This is an optimization exercise on Yosys and OpenROAD, whose aim is small area, not a production implementation.
Only simulation tests tie the RTL to the original design; equivalence was not proved.

`flow/run.sh`:
```
#!/bin/bash
# synth_recipe.tcl (not shown) runs the flow's synth.tcl, then flattens the netlist and writes it again
# the make line also repeats each setting of config.mk as NAME=value (left out here)
make -C /OpenROAD-flow-scripts/flow DESIGN_CONFIG=/design/flow/config.mk WORK_HOME=/design/flow/orfs CLKGATE_MAP_FILE= SYNTH_SCRIPT=/design/flow/synth_recipe.tcl finish
```
`flow/config.mk`:
```
export PLATFORM = sky130hd
export DESIGN_NAME = fe_acc
export DESIGN_NICKNAME = fe_acc
export VERILOG_FILES = /design/flow/design.v
export SDC_FILE = /design/flow/constraint.sdc
export NUM_CORES = 4
export LEC_CHECK = 0
export CAP_MARGIN = 20
export CORE_MARGIN = 2
export CORE_UTILIZATION = 40
export SLEW_MARGIN = 20
```
`flow/constraint.sdc`:
```
create_clock -name core_clock -period 18.0 [get_ports {clk}]
set_input_delay 3.6000 -clock core_clock [delete_from_list [all_inputs] [get_ports {clk}]]
set_output_delay 3.6000 -clock core_clock [all_outputs]
set_load 0.01 [all_outputs]
```
`flow/design.v`:
```
module fe_fp_add #(
    parameter FW = 23
) (
    input  wire [FW+8:0] a,
    input  wire [FW+8:0] b,
    output reg  [FW+8:0] y
);
    localparam MW = FW + 1;           
    localparam XW = MW + 3;           
    wire       sa = a[FW+8];
    wire       sb = b[FW+8];
    wire [7:0] ea = a[FW+7:FW];
    wire [7:0] eb = b[FW+7:FW];
    wire [FW-1:0] fa = a[FW-1:0];
    wire [FW-1:0] fb = b[FW-1:0];
    wire a_nan = (ea == 8'hFF) && (fa != 0);
    wire b_nan = (eb == 8'hFF) && (fb != 0);
    wire a_inf = (ea == 8'hFF) && (fa == 0);
    wire b_inf = (eb == 8'hFF) && (fb == 0);
    wire swap = {eb, fb} > {ea, fa};
    wire          s_big = swap ? sb : sa;
    wire          s_sml = swap ? sa : sb;
    wire [7:0]    e_big = swap ? eb : ea;
    wire [7:0]    e_sml = swap ? ea : eb;
    wire [FW-1:0] f_big = swap ? fb : fa;
    wire [FW-1:0] f_sml = swap ? fa : fb;
    wire [7:0]    x_big = (e_big == 0) ? 8'd1 : e_big;
    wire [7:0]    x_sml = (e_sml == 0) ? 8'd1 : e_sml;
    wire [MW-1:0] m_big = {e_big != 0, f_big};
    wire [MW-1:0] m_sml = {e_sml != 0, f_sml};
    wire [7:0] d = x_big - x_sml;
    wire [XW-1:0] ext  = {m_sml, 3'b000};
    wire          far  = d >= XW;
    wire [XW-1:0] shr  = far ? {XW{1'b0}} : ext >> d;
    wire          st   = far ? (ext != 0) : ((ext & ~({XW{1'b1}} << d)) != 0);
    wire [XW-1:0] al   = {shr[XW-1:1], shr[0] | st};
    wire          sub = s_big ^ s_sml;
    wire [XW:0]   sum = sub ? ({1'b0, m_big, 3'b000} - {1'b0, al})
                            : ({1'b0, m_big, 3'b000} + {1'b0, al});
    reg [XW-1:0] nm;
    reg [9:0]    ne;
    integer lz;
    integer j;
    always @(*) begin
        lz = 0;
        if (sum[XW]) begin
            nm = sum[XW:1];
            nm[0] = nm[0] | sum[0];
            ne = {2'b00, x_big} + 10'd1;
        end else begin
            lz = XW;
            for (j = 0; j < XW; j = j + 1)
                if (sum[j]) lz = XW - 1 - j;
            if (lz > {24'd0, x_big} - 32'd1) lz = {24'd0, x_big} - 32'd1;
            nm = sum[XW-1:0] << lz;
            ne = {2'b00, x_big} - lz[9:0];
        end
    end
    wire          g   = nm[2];
    wire          rs  = nm[1] | nm[0];
    wire          up  = g & (rs | nm[3]);
    wire [MW:0]   rm  = {1'b0, nm[XW-1:3]} + {{MW{1'b0}}, up};
    wire          rc  = rm[MW];
    wire [MW-1:0] rmf = rc ? rm[MW:1] : rm[MW-1:0];
    wire [9:0]    re  = rc ? ne + 10'd1 : ne;
    always @(*) begin
        if (a_nan || b_nan || (a_inf && b_inf && (sa != sb)))
            y = {1'b0, 8'hFF, 1'b1, {(FW-1){1'b0}}};
        else if (a_inf)
            y = {sa, 8'hFF, {FW{1'b0}}};
        else if (b_inf)
            y = {sb, 8'hFF, {FW{1'b0}}};
        else if (sum == 0)
            y = {(FW+9){1'b0}};
        else if (re >= 10'd255)
            y = {s_big, 8'hFF, {FW{1'b0}}};
        else if (!rmf[MW-1])
            y = {s_big, 8'h00, rmf[FW-1:0]};
        else
            y = {s_big, re[7:0], rmf[FW-1:0]};
    end
endmodule
module fe_block_round (
    input  wire        sgn,      
    input  wire [19:0] mag,      
    input  wire [8:0]  ex,       
    output reg  [23:0] y
);
    reg [4:0] k;
    integer i;
    always @(*) begin
        k = 5'd0;
        for (i = 0; i < 20; i = i + 1)
            if (mag[i]) k = i[4:0];
    end
    wire signed [11:0] e_raw = $signed({7'b0, k}) + $signed({3'b0, ex}) - 12'sd254;
    wire signed [11:0] e_lim = (e_raw < -12'sd126) ? -12'sd126 : e_raw;
    wire signed [11:0] drop = e_lim + 12'sd239 - $signed({3'b0, ex});
    reg [16:0] m;
    reg        g, st, up;
    reg [4:0]  sh;
    reg [19:0] t;
    always @(*) begin
        g = 1'b0;
        st = 1'b0;
        sh = 5'd0;
        t = 20'd0;
        if (drop <= 0) begin
            m = mag[16:0] << (-drop);
        end else if (drop > 20) begin
            m = 17'd0;
        end else begin
            sh = drop[4:0];
            t  = mag >> sh;
            m  = t[16:0];
            g  = mag[sh - 5'd1];
            st = (mag & ((20'd1 << (sh - 5'd1)) - 20'd1)) != 0;
        end
        up = g & (st | m[0]);
        m  = m + {16'b0, up};
    end
    wire               carry = m[16];
    wire [15:0]        mf    = carry ? m[16:1] : m[15:0];
    wire signed [11:0] e_fin = carry ? e_lim + 12'sd1 : e_lim;
    always @(*) begin
        if (mf == 0)
            y = 24'h0;
        else if (e_fin > 12'sd127)
            y = {sgn, 8'hFF, 15'h0};
        else if (!mf[15])
            y = {sgn, 8'h00, mf[14:0]};
        else
            y = {sgn, e_fin[7:0] + 8'd127, mf[14:0]};
    end
endmodule
module fe_acc (
    input  wire         clk,
    input  wire         rst,           
    input  wire         in_valid,
    output wire         in_ready,
    input  wire         in_op,         
    input  wire         in_clr,        
    input  wire         in_neg,        
    input  wire [5:0]   in_p,          
    input  wire [2:0]   in_wa,         
    input  wire [2:0]   in_ww,         
    input  wire         in_inl_a,      
    input  wire         in_inl_w,      
    input  wire [7:0]   in_ea,         
    input  wire [7:0]   in_ew,         
    input  wire [255:0] in_a,          
    input  wire [255:0] in_w,
    output reg          out_valid,
    output wire [31:0]  out_acc,       
    output wire [23:0]  out_run,       
    output wire [5:0]   out_cnt        
);
    localparam S_IDLE  = 3'd0;
    localparam S_SUM   = 3'd1;
    localparam S_ROUND = 3'd2;
    localparam S_RUN   = 3'd3;
    localparam S_PROM  = 3'd4;
    reg [2:0] state;
    reg         r_op, r_clr, r_neg, r_inl_a, r_inl_w;
    reg [5:0]   r_p;
    reg [2:0]   r_wa, r_ww;
    reg [7:0]   r_ea, r_ew;
    reg [255:0] r_a, r_w;
    reg         s_sgn;
    reg [19:0]  s_mag;
    reg [23:0]  v;
    reg [31:0]  acc;
    reg [23:0]  run;
    reg [6:0]   cnt;
    assign in_ready = (state == S_IDLE);
    assign out_acc  = acc;
    assign out_run  = run;
    assign out_cnt  = cnt[5:0];
    function signed [7:0] ndec;
        input [7:0] c;
        input [2:0] wm1;
        input       inl;
        reg   [7:0] up;
        reg signed [7:0] sx;
        begin
            if (wm1 == 3'd0) begin
                ndec = c[0] ? -8'sd1 : 8'sd1;           
            end else begin
                up = c << (3'd7 - wm1);
                sx = $signed(up) >>> (3'd7 - wm1);
                if (inl && up == 8'h80)
                    ndec = 8'sd0;                        
                else
                    ndec = sx;
            end
        end
    endfunction
    reg signed [20:0] bsum;
    integer l;
    always @(*) begin
        bsum = 21'sd0;
        for (l = 0; l < 32; l = l + 1)
            bsum = bsum + ndec(r_a[8*l +: 8], r_wa, r_inl_a) * ndec(r_w[8*l +: 8], r_ww, r_inl_w);
    end
    wire signed [20:0] nsum = r_neg ? -bsum : bsum;
    wire [19:0]        amag = nsum[20] ? -nsum[19:0] : nsum[19:0];
    wire [23:0] v_rnd;
    fe_block_round u_round (
        .sgn (s_sgn),
        .mag (s_mag),
        .ex  ({1'b0, r_ea} + {1'b0, r_ew}),
        .y   (v_rnd)
    );
    wire [23:0] run_base = r_clr ? 24'h0 : run;
    wire [23:0] run_sum;
    fe_fp_add #(.FW(15)) u_run_add (
        .a (run_base),
        .b (v),
        .y (run_sum)
    );
    wire [31:0] acc_sum;
    fe_fp_add #(.FW(23)) u_acc_add (
        .a (acc),
        .b ({run, 8'h00}),
        .y (acc_sum)
    );
    wire [6:0] p_eff   = (r_p == 6'd0) ? 7'd64 : {1'b0, r_p};
    wire       promote = r_op ? (cnt != 7'd0) : (cnt == p_eff);
    always @(posedge clk) begin
        if (rst) begin
            state     <= S_IDLE;
            out_valid <= 1'b0;
            acc       <= 32'h0;
            run       <= 24'h0;
            cnt       <= 7'd0;
        end else begin
            out_valid <= 1'b0;
            case (state)
                S_IDLE: begin
                    if (in_valid) begin
                        r_op    <= in_op;
                        r_clr   <= in_clr;
                        r_neg   <= in_neg;
                        r_p     <= in_p;
                        r_wa    <= in_wa;
                        r_ww    <= in_ww;
                        r_inl_a <= in_inl_a;
                        r_inl_w <= in_inl_w;
                        r_ea    <= in_ea;
                        r_ew    <= in_ew;
                        r_a     <= in_a;
                        r_w     <= in_w;
                        state   <= S_SUM;
                    end
                end
                S_SUM: begin
                    s_sgn <= nsum[20];
                    s_mag <= amag;
                    state <= S_ROUND;
                end
                S_ROUND: begin
                    v     <= r_op ? 24'h0 : v_rnd;
                    state <= S_RUN;
                end
                S_RUN: begin
                    if (r_clr)
                        acc <= 32'h0;
                    run   <= run_sum;
                    cnt   <= (r_clr ? 7'd0 : cnt) + {6'd0, ~r_op};
                    state <= S_PROM;
                end
                default: begin
                    if (promote) begin
                        acc <= acc_sum;
                        run <= 24'h0;
                        cnt <= 7'd0;
                    end
                    out_valid <= 1'b1;
                    state     <= S_IDLE;
                end
            endcase
        end
    end
endmodule
```
==> run notes <==
## kinds of logic after synthesis
group                      share of synthesized area (%)
buffers and inverters                               9.51
adders and majority gates                           43.8
xor gates and xnor gates                            1.69
other                                            0.00239
muxes                                               5.02
and+or+nand+nor                                     14.8
AOI/OAI and AO/OA                                   13.0
DFF                                                 12.2
## registers in the layout, summed over array words and instances (netlist names), 3 cells and up
| name | cells |
|---|---|
| acc | 32 |
| cnt | 7 |
| r_a | 256 |
| r_ea | 8 |
| r_ew | 8 |
| r_p | 6 |
| r_w | 256 |
| r_wa | 3 |
| r_ww | 3 |
| run | 24 |
| s_mag | 20 |
| state | 3 |
| v | 24 |
## tightest hold or removal path, stage by stage (launching register included)
cell and delay [ps]:
dfxtp_1 340, nand2_1 60, o31ai_1 50
## how the worst max path moves through the flow
stage,end,slack [ps]
6_report,acc[10],1100
5_1_grt,acc[10],10
4_1_cts,run[1],1320
3_5_place_dp,acc[10],1450
3_3_place_gp,run[17],1530
2_1_floorplan,r_a[0],650
## timing repair
item	in CTS	in global routing
resized for setup	0	5
hold endpoints to repair	0	0
endpoints found under the setup margin	0	51
## routing by layer
layer  global-route usage, %  vias up  wire, um
li1                        -    58400         -
met1                    43.9    67100    264000
met2                    47.3     6386    273000
met3                    9.15      991     70900
met4                    14.2       22     34300
met5                       0        -       158
## layout by cell type (no fill, tap or decap), types with 217 or more instances in the layout
master and count:
inv_1 3259, fa_1 2929, nand2_1 1845, nor2_1 1676, a21oi_1 913, ha_1 805, o21ai_0 689, clkdlybuf4s50_1 611
edfxtp_1 590, buf_4 549, mux2i_1 429, nor2b_1 284, nand2b_1 254, and2_1 217
## final cells by class
cell class / count / area, sq um / area share (%)
Clock inverter: 49 / 463 / 0.265
Multi-Input combinational cell: 13000 / 123000 / 70.6
Sequential cell: 657 / 19100 / 10.9
Antenna cell: 56 / 140 / 0.0801
Timing Repair Buffer: 1191 / 10800 / 6.19
Inverter: 3278 / 12300 / 7.05
Tap cell: 5197 / 6500 / 3.72
Clock buffer: 100 / 2180 / 1.25
## metrics by stage
stage                     hold WS (ps)
after detailed placement           490
after CTS                          499
after global routing               527
after floorplan                    471
after global placement             492
final                              498
==> results.ini <==
[run_status]
status=no timing/DRC/antenna violations

[worst_setup_path]
r2r_cells=76
cp.required_ps=18760
path_buf_inv=13
start_kind=flip-flop
critPathLaunch=acc[30]
cp_slowest_cell=fa_1
reg2reg_slack_ps=1100
worstReg2RegEnd=acc[10]
cpMostUsedCell=buf_4
path_max_fanout=29
path_depth=76
critPathTopFamily=compound AO/OA/AOI/OAI gates
crit_arrival_ps=17670
worst-setup-path-type=reg -> reg
worstSetupEndpointType=flip-flop
crit_path_max_incr_delay_ps=550
worstReg2RegStart=acc[30]

[drt]
drtIter0Drc=15100
drt-pass1-iter-count=6
vias=133000
wl_mm=642
drc=0
postRouteAntennaNets=0
via_per_inst=5.64
wire_per_inst_um=27.3

[synthesis]
ys.flop_type=edfxtp_1
synth.most_common_cell=inv_1
postSynthAreaPerCell_sq_um=8.89
synthTopCellsByArea=fa_1, edfxtp_1, inv_1
synth_top_area_share_pct=37.4
synthTopCellsByCount=inv_1, fa_1, nand2_1
async_flop_share_pct=0
ys_seq_elements=657
synth-seq-area-share_pct=12.2
synth_edf_count=590
yosys.area.top_type=fa_1
syn_area_sq_um=157000
netlist_instances=17600
yosys_warnings=4
synth_cell_types=136

[cells_and_area]
instances_no_fill=23600
fin_nets=22500
syn2layout_area_growth_pct=11.5
fill_cells=38400
drive_gt1_share_pct=6.89
final_cell_area_sq_um=175000
final_core_util_pct=44.9

[sta]
hold_viol=0
fin_ws_ps=1100
slew_headroom_pct=15.8
slew_violations=0
max_slew.worst_pin.slew_ps=1260
fin_crit_ps=16900
rsz0062_at_grt=false
tns_ps=0
timing.fmax_ghz=0.0592
fin_crit_sh_pct=93.9
finalSetupViolCount=0
fin_skew_ps=110

[placement]
place_area_sq_um=172000
place_congestion=1.03
port-buffer-count=611
dpl.hpwl_mm=557
dp.cells=23400
post-place-ws_ps=1450

[clocking]
cts_hold_buf=0
path_clk_slew_ps=60
worstSkewPairLatency_ps=870
clockBufferDepth=4
cts_tree=built
cts_buffers=85
cts_sinks=657
cts.htree.levels=3
clockRootBuffer=clkbuf_16
post_cts_buffers=0

[global_routing]
grt_pass1_wl_mm=929
grt_pass1_vias=131000
grt_max_degree=163
grt_overflow_total=0
antenna_found_initial=77
grt_usage_pct=32.1

[floorplan]
die-area_sq_um=397000
die_w_um=630
io_pins=612
die_y_um=630
rows=229
coreArea_sq_um=390000
start_util_pct=40.2

[min_path]
hold_depth=2
hold_path_class=reg -> reg
hold_path_end=acc[17]
min-delay-start=acc[17]

[run]
drv_cap=0

==> afterwards: timing with drivers on the ports <==
No port has a modelled driver above. Below, the same layout with a new extraction and two added sets of constraints.
Step 1 assumes that a clkbuf_16 drives the clock port and a buf_2 every other input.
Step 2 moves the port delays by t, midway between the first and last clock arrival at a register: inputs arrive t later, outputs are due t later. That takes back most of the time a late clock gives input paths.
a / b / c = no drivers / after step 1 / after step 2; a / b = the first two.
t (ns): 0.945
slack for setup (ns): 1.097 / 1.097 / 1.097
latest minus earliest clock arrival (ns): 0.138 / 0.138
After both steps setup and hold are still met in this run. The setup slack of this run moves by 0.000 ns with the drivers and by 0.000 ns with both steps.
